Context: an optimization exercise on an open-source flow, tuned for small area, a short achievable clock period and few clock cycles per item. The choices shown serve that exercise and are no tape-out recipe. In this exercise RTL edits were held to simulation tests only and were not proved equivalent to the original.

File: design/flow/design.v
module fpu_norm_round (
    input  wire               sign,
    input  wire signed [13:0] exp,
    input  wire        [47:0] sig,
    input  wire               sticky,
    output reg         [31:0] result,
    output reg                overflow,    
    output reg                underflow    
);
    reg        [5:0]  lz;
    reg        [47:0] norm;
    reg signed [13:0] e_n;
    reg        [13:0] rshift;
    reg        [47:0] den;
    reg               den_st;
    reg        [23:0] kept;
    reg               guard;
    reg               st;
    reg        [7:0]  e_field;
    reg        [31:0] rounded;
    reg               inexact;
    integer           i;
    always @* begin
        lz = 6'd48;
        for (i = 0; i < 48; i = i + 1)
            if (sig[i]) lz = 6'd47 - i[5:0];
        norm = sig << lz;
        e_n  = exp + 14'sd1 - $signed({8'd0, lz});
        if (e_n < 14'sd1) begin
            rshift = 14'd1 - e_n;
            if (rshift > 14'd48) begin
                den    = 48'd0;
                den_st = |norm;
            end else begin
                den    = norm >> rshift;
                den_st = |(norm & ((48'd1 << rshift) - 48'd1));
            end
            e_field = 8'd0;
        end else begin
            rshift  = 14'd0;
            den     = norm;
            den_st  = 1'b0;
            e_field = (e_n > 14'sd254) ? 8'd255 : e_n[7:0];
        end
        kept  = den[47:24];
        guard = den[23];
        st    = (|den[22:0]) | den_st | sticky;
        inexact = guard | st;
        rounded = {1'b0, e_field, kept[22:0]} + {31'd0, guard & (st | kept[0])};
        overflow  = 1'b0;
        underflow = 1'b0;
        if (sig == 48'd0 && !sticky) begin
            result = {sign, 31'd0};
        end else if (e_field == 8'd255 || rounded[31:23] >= 9'd255) begin
            result   = {sign, 8'hFF, 23'd0};
            overflow = 1'b1;
        end else begin
            result    = {sign, rounded[30:0]};
            underflow = inexact && (rounded[30:23] == 8'd0);
        end
    end
endmodule
module lane_fpu (
    input  wire        clk,
    input  wire        rst,         
    input  wire        in_valid,
    output wire        in_ready,
    input  wire [3:0]  in_op,
    input  wire [31:0] in_wa,
    input  wire [31:0] in_wb,
    output reg         out_valid,
    output reg  [31:0] out_wa,
    output reg  [5:0]  out_arith
);
    localparam [3:0] OP_FADD   = 4'h0, OP_FSUB = 4'h1, OP_FMUL  = 4'h2,
                     OP_FDIV   = 4'h3, OP_FSQRT = 4'h4, OP_FABS = 4'h5,
                     OP_FNEG   = 4'h6, OP_ITOF = 4'h7, OP_FTOI  = 4'h8,
                     OP_FTRUNC = 4'h9, OP_FMIN = 4'hA, OP_FMAX  = 4'hB;
    localparam [1:0] S_IDLE = 2'd0, S_EXEC = 2'd1, S_ITER = 2'd2, S_FIN = 2'd3;
    localparam [31:0] QNAN = 32'h7FC0_0000;
    localparam [5:0] F_OV = 6'b000001, F_FOV = 6'b000100, F_FUF = 6'b001000,
                     F_FNAN = 6'b010000, F_FDIV0 = 6'b100000;
    reg [1:0]  state;
    reg [3:0]  op_r;
    reg [31:0] a_r;        
    reg [31:0] b_r;        
    reg [4:0]         cnt;
    reg [26:0]        quo;        
    reg [29:0]        rem;        
    reg [23:0]        divisor;
    reg [51:0]        radicand;   
    reg               res_sign;
    reg signed [13:0] res_exp;
    assign in_ready = (state == S_IDLE);
    wire        sa = a_r[31];
    wire        sb = b_r[31];
    wire [7:0]  ea = a_r[30:23];
    wire [7:0]  eb = b_r[30:23];
    wire [22:0] fa = a_r[22:0];
    wire [22:0] fb = b_r[22:0];
    wire a_nan  = (ea == 8'hFF) && (fa != 23'd0);
    wire b_nan  = (eb == 8'hFF) && (fb != 23'd0);
    wire a_snan = a_nan && !fa[22];
    wire b_snan = b_nan && !fb[22];
    wire a_inf  = (ea == 8'hFF) && (fa == 23'd0);
    wire b_inf  = (eb == 8'hFF) && (fb == 23'd0);
    wire a_zero = (a_r[30:0] == 31'd0);
    wire b_zero = (b_r[30:0] == 31'd0);
    wire [23:0] siga = {ea != 8'd0, fa};
    wire [23:0] sigb = {eb != 8'd0, fb};
    wire [7:0]  ea_eff = (ea == 8'd0) ? 8'd1 : ea;
    wire [7:0]  eb_eff = (eb == 8'd0) ? 8'd1 : eb;
    reg [4:0]  lza, lzb;
    reg [23:0] siga_n, sigb_n;
    integer    i;
    always @* begin
        lza = 5'd24;
        lzb = 5'd24;
        for (i = 0; i < 24; i = i + 1) begin
            if (siga[i]) lza = 5'd23 - i[4:0];
            if (sigb[i]) lzb = 5'd23 - i[4:0];
        end
        siga_n = siga << lza;
        sigb_n = sigb << lzb;
    end
    wire signed [13:0] ea_n = $signed({6'd0, ea_eff}) - $signed({9'd0, lza});
    wire signed [13:0] eb_n = $signed({6'd0, eb_eff}) - $signed({9'd0, lzb});
    reg               nr_sign;
    reg signed [13:0] nr_exp;
    reg        [47:0] nr_sig;
    reg               nr_sticky;
    wire       [31:0] nr_result;
    wire              nr_ovf, nr_unf;
    fpu_norm_round u_round (
        .sign      (nr_sign),
        .exp       (nr_exp),
        .sig       (nr_sig),
        .sticky    (nr_sticky),
        .result    (nr_result),
        .overflow  (nr_ovf),
        .underflow (nr_unf)
    );
    wire        sa_eff   = sa ^ (op_r == OP_FSUB);
    wire        a_bigger = (a_r[30:0] > b_r[30:0]);
    wire        big_s    = a_bigger ? sa_eff : sb;
    wire [23:0] big_sig  = a_bigger ? siga : sigb;
    wire [23:0] sml_sig  = a_bigger ? sigb : siga;
    wire [7:0]  big_e    = a_bigger ? ea_eff : eb_eff;
    wire [7:0]  sml_e    = a_bigger ? eb_eff : ea_eff;
    wire [7:0]  ediff    = big_e - sml_e;
    wire        eff_sub  = sa_eff ^ sb;
    reg  [47:0] add_sml;
    reg         add_st;
    reg  [47:0] add_sum;
    always @* begin
        if (ediff >= 8'd48) begin
            add_sml = 48'd0;
            add_st  = (sml_sig != 24'd0);
        end else begin
            add_sml = {1'b0, sml_sig, 23'd0} >> ediff;
            add_st  = |({1'b0, sml_sig, 23'd0} & ((48'd1 << ediff) - 48'd1));
        end
        if (eff_sub)
            add_sum = {1'b0, big_sig, 23'd0} - add_sml - {47'd0, add_st};
        else
            add_sum = {1'b0, big_sig, 23'd0} + add_sml;
    end
    wire add_zero = (add_sum == 48'd0) && !add_st;
    wire [47:0] mul_prod = siga * sigb;
    wire [31:0] itof_mag = a_r[31] ? (~a_r + 32'd1) : a_r;
    wire [31:0] siga32 = {8'd0, siga};
    reg  [7:0]  ftoi_sh;
    reg  [31:0] ftoi_int;
    reg         ftoi_g, ftoi_st;
    reg  [31:0] ftoi_mag;
    always @* begin
        ftoi_int = 32'd0;
        ftoi_g   = 1'b0;
        ftoi_st  = 1'b0;
        ftoi_sh  = 8'd0;
        if (ea >= 8'd150) begin
            ftoi_sh  = ea - 8'd150;
            ftoi_int = {8'd0, siga} << ftoi_sh[2:0];    
        end else begin
            ftoi_sh = 8'd150 - ea;
            if (ftoi_sh > 8'd32) begin
                ftoi_st = (siga != 24'd0);
            end else begin
                ftoi_int = {8'd0, siga} >> ftoi_sh;
                ftoi_g   = siga32[ftoi_sh - 8'd1];
                ftoi_st  = |({8'd0, siga} & ((32'd1 << (ftoi_sh - 8'd1)) - 32'd1));
            end
        end
        if (op_r == OP_FTOI)
            ftoi_mag = ftoi_int + {31'd0, ftoi_g & (ftoi_st | ftoi_int[0])};
        else
            ftoi_mag = ftoi_int;
    end
    wire [31:0] key_a = sa ? {1'b0, ~a_r[30:0]} : {1'b1, a_r[30:0]};
    wire [31:0] key_b = sb ? {1'b0, ~b_r[30:0]} : {1'b1, b_r[30:0]};
    reg [31:0] res;
    reg [5:0]  flags;
    reg        go_iter;    
    always @* begin
        nr_sign   = 1'b0;
        nr_exp    = 14'sd0;
        nr_sig    = 48'd0;
        nr_sticky = 1'b0;
        res       = 32'd0;
        flags     = 6'd0;
        go_iter   = 1'b0;
        if (state == S_FIN) begin
            nr_sign   = res_sign;
            nr_exp    = res_exp;
            nr_sticky = (rem != 30'd0);
            if (op_r == OP_FDIV)
                nr_sig = {1'b0, quo, 20'd0};
            else
                nr_sig = {1'b0, quo[25:0], 21'd0};
            res   = nr_result;
            flags = (nr_ovf ? F_FOV : 6'd0) | (nr_unf ? F_FUF : 6'd0);
        end else begin
            case (op_r)
                OP_FADD, OP_FSUB: begin
                    if (a_nan || b_nan) begin
                        res   = QNAN;
                        flags = (a_snan || b_snan) ? F_FNAN : 6'd0;
                    end else if (a_inf && b_inf && eff_sub) begin
                        res   = QNAN;
                        flags = F_FNAN;
                    end else if (b_inf) begin
                        res = b_r;
                    end else if (a_inf) begin
                        res = {sa_eff, 8'hFF, 23'd0};
                    end else begin
                        nr_sign   = add_zero ? (sb & ~eff_sub) : big_s;
                        nr_exp    = {6'd0, big_e};
                        nr_sig    = add_sum;
                        nr_sticky = add_st;
                        res       = nr_result;
                        flags     = (nr_ovf ? F_FOV : 6'd0) | (nr_unf ? F_FUF : 6'd0);
                    end
                end
                OP_FMUL: begin
                    if (a_nan || b_nan) begin
                        res   = QNAN;
                        flags = (a_snan || b_snan) ? F_FNAN : 6'd0;
                    end else if ((a_inf && b_zero) || (b_inf && a_zero)) begin
                        res   = QNAN;
                        flags = F_FNAN;
                    end else if (a_inf || b_inf) begin
                        res = {sa ^ sb, 8'hFF, 23'd0};
                    end else begin
                        nr_sign = sa ^ sb;
                        nr_exp  = $signed({6'd0, ea_eff}) + $signed({6'd0, eb_eff}) - 14'sd127;
                        nr_sig  = mul_prod;
                        res     = nr_result;
                        flags   = (nr_ovf ? F_FOV : 6'd0) | (nr_unf ? F_FUF : 6'd0);
                    end
                end
                OP_FDIV: begin
                    if (a_nan || b_nan) begin
                        res   = QNAN;
                        flags = (a_snan || b_snan) ? F_FNAN : 6'd0;
                    end else if ((a_zero && b_zero) || (a_inf && b_inf)) begin
                        res   = QNAN;
                        flags = F_FNAN;
                    end else if (b_inf) begin
                        res = {sa ^ sb, 8'hFF, 23'd0};
                    end else if (a_zero) begin
                        res   = {sa ^ sb, 8'hFF, 23'd0};
                        flags = F_FDIV0;
                    end else if (a_inf || b_zero) begin
                        res = {sa ^ sb, 31'd0};
                    end else begin
                        go_iter = 1'b1;
                    end
                end
                OP_FSQRT: begin
                    if (a_nan) begin
                        res   = QNAN;
                        flags = a_snan ? F_FNAN : 6'd0;
                    end else if (a_zero) begin
                        res = a_r;
                    end else if (sa) begin
                        res   = QNAN;
                        flags = F_FNAN;
                    end else if (a_inf) begin
                        res = a_r;
                    end else begin
                        go_iter = 1'b1;
                    end
                end
                OP_FABS: res = {1'b0, a_r[30:0]};
                OP_FNEG: res = {~a_r[31], a_r[30:0]};
                OP_ITOF: begin
                    nr_sign = a_r[31];
                    nr_exp  = 14'sd158;
                    nr_sig  = {1'b0, itof_mag, 15'd0};
                    res     = nr_result;
                end
                OP_FTOI, OP_FTRUNC: begin
                    if (a_nan) begin
                        res   = 32'd0;
                        flags = F_FNAN;
                    end else if (ea >= 8'd158) begin
                        if (a_r == 32'hCF00_0000) begin
                            res = 32'h8000_0000;
                        end else begin
                            res   = sa ? 32'h8000_0000 : 32'h7FFF_FFFF;
                            flags = F_OV;
                        end
                    end else begin
                        res = sa ? (~ftoi_mag + 32'd1) : ftoi_mag;
                    end
                end
                OP_FMIN, OP_FMAX: begin
                    if (a_nan && b_nan) begin
                        res   = QNAN;
                        flags = (a_snan || b_snan) ? F_FNAN : 6'd0;
                    end else if (b_nan) begin
                        res   = a_r;
                        flags = b_snan ? F_FNAN : 6'd0;
                    end else if (a_nan) begin
                        res   = b_r;
                        flags = a_snan ? F_FNAN : 6'd0;
                    end else if (op_r == OP_FMIN) begin
                        res = (key_b < key_a) ? b_r : a_r;
                    end else begin
                        res = (key_b > key_a) ? b_r : a_r;
                    end
                end
                default: begin
                    res   = 32'd0;
                    flags = 6'd0;
                end
            endcase
        end
    end
    wire signed [13:0] sq_u   = ea_n - 14'sd127;
    wire               sq_odd = sq_u[0];
    wire [24:0]        sq_m   = sq_odd ? {siga_n, 1'b0} : {1'b0, siga_n};
    wire signed [13:0] sq_u2  = (sq_odd ? (sq_u - 14'sd1) : sq_u) >>> 1;
    wire [29:0] div_rem_sh = rem;                                    
    wire        div_take   = (div_rem_sh >= {6'd0, divisor});
    wire [29:0] div_rem_nx = div_take ? (div_rem_sh - {6'd0, divisor}) : div_rem_sh;
    wire [29:0] sq_rem_sh = {rem[27:0], radicand[51:50]};
    wire [29:0] sq_trial  = {1'b0, quo[26:0], 2'b01};
    wire        sq_take   = (sq_rem_sh >= sq_trial);
    always @(posedge clk) begin
        if (rst) begin
            state     <= S_IDLE;
            out_valid <= 1'b0;
            out_wa    <= 32'd0;
            out_arith <= 6'd0;
        end else begin
            out_valid <= 1'b0;
            case (state)
                S_IDLE: begin
                    if (in_valid) begin
                        op_r  <= in_op;
                        a_r   <= in_wa;
                        b_r   <= in_wb;
                        state <= S_EXEC;
                    end
                end
                S_EXEC: begin
                    if (go_iter) begin
                        state <= S_ITER;
                        quo   <= 27'd0;
                        if (op_r == OP_FDIV) begin
                            res_sign <= sa ^ sb;
                            res_exp  <= eb_n - ea_n + 14'sd127;
                            divisor  <= siga_n;
                            rem      <= {6'd0, sigb_n};
                            cnt      <= 5'd26;
                        end else begin
                            res_sign <= 1'b0;
                            res_exp  <= sq_u2 + 14'sd127;
                            rem      <= 30'd0;
                            radicand <= {sq_m, 27'd0};
                            cnt      <= 5'd25;
                        end
                    end else begin
                        out_valid <= 1'b1;
                        out_wa    <= res;
                        out_arith <= flags;
                        state     <= S_IDLE;
                    end
                end
                S_ITER: begin
                    if (op_r == OP_FDIV) begin
                        quo <= {quo[25:0], div_take};
                        rem <= {div_rem_nx[28:0], 1'b0};
                    end else begin
                        quo      <= {quo[25:0], sq_take};
                        rem      <= sq_take ? (sq_rem_sh - sq_trial) : sq_rem_sh;
                        radicand <= {radicand[49:0], 2'b00};
                    end
                    if (cnt == 5'd0)
                        state <= S_FIN;
                    else
                        cnt <= cnt - 5'd1;
                end
                S_FIN: begin
                    out_valid <= 1'b1;
                    out_wa    <= res;
                    out_arith <= flags;
                    state     <= S_IDLE;
                end
            endcase
        end
    end
endmodule
File: design/flow/run.sh
#!/bin/bash
# synth_recipe.tcl (not shown) runs the flow's synth.tcl, then flattens the netlist and writes it again
# the make line also repeats each setting of config.mk as NAME=value (left out here)
make -C /OpenROAD-flow-scripts/flow DESIGN_CONFIG=/design/flow/config.mk WORK_HOME=/design/flow/orfs CLKGATE_MAP_FILE= SYNTH_SCRIPT=/design/flow/synth_recipe.tcl finish
File: design/flow/config.mk
export PLATFORM = sky130hd
export DESIGN_NAME = lane_fpu
export DESIGN_NICKNAME = lane_fpu
export VERILOG_FILES = /design/flow/design.v
export SDC_FILE = /design/flow/constraint.sdc
export NUM_CORES = 4
export LEC_CHECK = 0
export CAP_MARGIN = 20
export CORE_MARGIN = 2
export CORE_UTILIZATION = 30
export SLEW_MARGIN = 20
File: design/flow/constraint.sdc
create_clock -name core_clock -period 22.0 [get_ports {clk}]
set_input_delay 4.4000 -clock core_clock [delete_from_list [all_inputs] [get_ports {clk}]]
set_output_delay 4.4000 -clock core_clock [all_outputs]
set_load 0.01 [all_outputs]
==> impl_results.md <==
* Status: timing/DRC/antenna clean
* Dominant cells by area after synthesis: fa_1 (14%), ha_1 (8.9%), edfxtp_1 (8.4%), a21oi_1 (4.7%), nor2_1 (4.6%)
* CTS tree: yes
* DR DRC count at 0
* Setup bufs post-CTS at 0
* Most common cell in the netlist: nor2_1
* Synth unique cells at around 130
* Num CTS Buffers at 35
* Largest net degree at the start of global routing at 63
* Share of Yosys cell area claimed by the top area cell type at between 10 and 15%
* F_max at 47.7 MHz
* Starting density of the core at a little under a third
* CP Capture Type: register
* Primary FF master, synth: edfxtp_1
* Fin Setup TNS at 0 ns
* Share of layout cells above drive strength 1 at 8.37%
* Clock Path Buffers at 3
* Worst Tran Pin Value at roughly 1.3 ns
* Fin. Hold Viols at 0
* Cts repair resizes at 0
* Io pins at 111
* Yosys reg bits at roughly 230
* Reg2reg setup slack at approximately 1.1 ns
* Clock latency on the worst-skew pair at 0.70 ns
* Minimum clock period at ~21 ns
* WP data arrival at between 20 and 25 ns
* Leading area contributor after synthesis: fa_1
* Initial DRC count at about 12000
* Crit. Startpoint: b_r[28]$_DFFE_PP_
* GR Util met3 at between 10% and 20%
* Final Max Tran Viols at 0
* Initial DRT Pass Iterations at 11
* Min-delay src: out_wa[29]$_SDFFE_PP0P_
* Fillers at about 25000
* Critical Path RT at ~23 ns
* Synth cell count leaders: nor2_1 (855), inv_1 (845), nand2_1 (803)
* GR Overflow Total at 0
* Post-synth EDFFs at between 150 and 200
* H-tree Lvls at 2
* Average vias per placed instance at around 6.4
* Critical setup path kind: register to register
* Final setup fails at 0
* Syn Nets at about 10000
* Worst-path clk slew at 0.06 ns
* Die area at between 0.2 and 0.25 mm2
* Critical Path Source Type: register
* Max incr delay on CP at 0.77 ns
* Hold Buf Count CTS at 0
* Relative slew slack at between 10 and 15%
* Sequential area share after synthesis at under 10%
* CORE AREA at ~0.23 mm2
* Worst path bufs/invs at 9
* Setup WS post-layout at 1.05 ns
* Row Count at 176
* CP dominant cell by count: a21oi_1
* Setup WS pre-CTS at between 1.5 and 2 ns
* Clock skew at 0.0672 ns
* Synth-to-layout area growth at 10.1%
* Post-synth ARST share at 0%
* GPL Wtd Cong at between 1 and 1.5
* I/O Buffers at ~110
* GR Util met1 at a little under half
* Global-route wire length before repair at 594000 um
* Clock Sink Count at roughly 230
* Final #Nets at ~10000
* Mapped Area at just under 0.07 mm2
* Cell family with most CP delay: compound AO/OA/AOI/OAI gates
* Wire per inst at 34.5 um
* Final antenna-violating net count at 0
* Die H at a little under 500 um
* Number of global-route vias before repair at ~76000
* Synthesis warning total at 2
* Mapped Cells at about 9400
* Mean Syn Cell Area at about 7.4 um2
* Die Wd at approximately 490 um
* Detailed Place HPWL at ~330000 um
* Total number of vias at slightly below 80000
* GR peak layer: met2
* Max cap viols at 0
* Final hold slack at a little over 0.5 ns
* RSZ-0062 raised after global routing: false
* Worst hold path type: register to register
* Final WL at approximately 430000 um
* Maximum fanout along the worst path at 24
* Crit path max-delay cell type: edfxtp_1
* Root buf cell: clkbuf_16
* RR Startpoint: b_r[28]$_DFFE_PP_
* Overall routing resource usage at 35.0%
* Initial antenna violation count at between 40 and 50
* Met2 GRT Util at roughly half
* Fin crit share at ~95%
## cells by family after synthesis
group,synth area share (%)
multiplexers,5.15
AO/OA/AOI/OAI,26.4
buffers and inverters,8.44
adder cells (fa/ha/maj),23.0
flip-flops,9.54
AND/OR/NAND/NOR,22.6
other,0.0108
XOR/XNOR,4.83
## per-stage QoR
step	cell area, um2	util, %	cells
CTS	76300	33.2	12340
global route	76400	33.2	12343
finish	76500	33.2	12362
global placement	75200	32.7	12274
detailed placement	75200	32.7	12277
floorplan	69400	-	9366
## routing by layer
layer	part of all wire, %	wire [um]	vias up
li1	-	-	33260
met1	41	174000	39413
met2	40	171000	5531
met3	11	48800	1307
met4	7.7	32800	30
met5	0.11	473	-
## path summary, 6_finish.rpt
kind                                                 to  cells past startpoint
worst max-delay path             out_wa[3]$_SDFFE_PP0P_                     78
worst min-delay path            out_wa[29]$_SDFFE_PP0P_                      2
worst max register to register   out_wa[3]$_SDFFE_PP0P_                     78
worst min register to register  out_wa[29]$_SDFFE_PP0P_                      2
## layout make-up
type / instances / area, um2 / area share (%)
Multi-Input combinational cell: 7616 / 57300 / 75.0
Sequential cell: 234 / 6630 / 8.67
Timing Repair Buffer: 530 / 4270 / 5.58
Tap cell: 3026 / 3790 / 4.95
Inverter: 873 / 3280 / 4.29
Clock buffer: 40 / 895 / 1.17
Clock inverter: 23 / 231 / 0.303
Antenna cell: 20 / 50.0 / 0.0655
## state kept, by name (all words and copies together) (netlist names), named ones only
name and flops:
res_exp 14, divisor 24, res_sign 1, a_r 32, b_r 32, op_r 4, rem 30, cnt 5
radicand 25, state 1, out_arith 5, out_wa 32, quo 27, out_valid 1
## worst min-delay path, stage by stage, from the launching register on
cell and delay [ns]:
dfxtp_1 0.31, nand2_1 0.07, a31oi_1 0.07
## cells in the final DEF, fill, tap and decap left out, types with 43 or more instances in the layout
cell / count
nor2_1: 852
inv_1: 842
nand2_1: 801
a21oi_1: 645
o21ai_0: 551
ha_1: 490
fa_1: 487
and2_1: 433
buf_4: 416
xnor2_1: 249
mux2i_1: 233
nor3_1: 225
nand3_1: 225
edfxtp_1: 194
a21o_1: 136
a211oi_1: 126
xor2_1: 124
o211ai_1: 113
nand4_1: 109
clkdlybuf4s50_1: 109
o22ai_1: 96
a31oi_1: 95
nand2b_1: 87
or3_1: 87
a22oi_1: 86
o21a_1: 84
nor4_1: 81
nor2b_1: 70
o31ai_1: 67
and3_1: 57
mux2_2: 53
o221ai_1: 44
a221oi_1: 44
or2_2: 43
Testbench counts, summed over its fixed seeds: cycles 99,255, items 24,000.

## what the ideal ports hide
Ports are ideal in the flow. The routed layout listed here was re-timed in OpenROAD. Step 1: set_driving_cell puts a clkbuf_16 on clk and a buf_2 on each other input, an assumption about the parent block. Step 2, shift: input delay + t, output delay - t, t = (earliest + latest rising clock arrival at the registers) / 2. This alone moves slack from input paths to output paths. a / b / c = no drivers / after step 1 / after step 2; a / b = the first two.
t (ns): 0.764
setup slack, ns: 1.054 / 1.054 / 1.054
worst register clock-pin slew, ns: 0.07 / 0.07
worst data-port slew with drivers (ns): 0.13
After both steps this run still meets setup and hold. For this run, drivers alone change the setup slack by 0.000 ns; drivers and shift together by 0.000 ns.
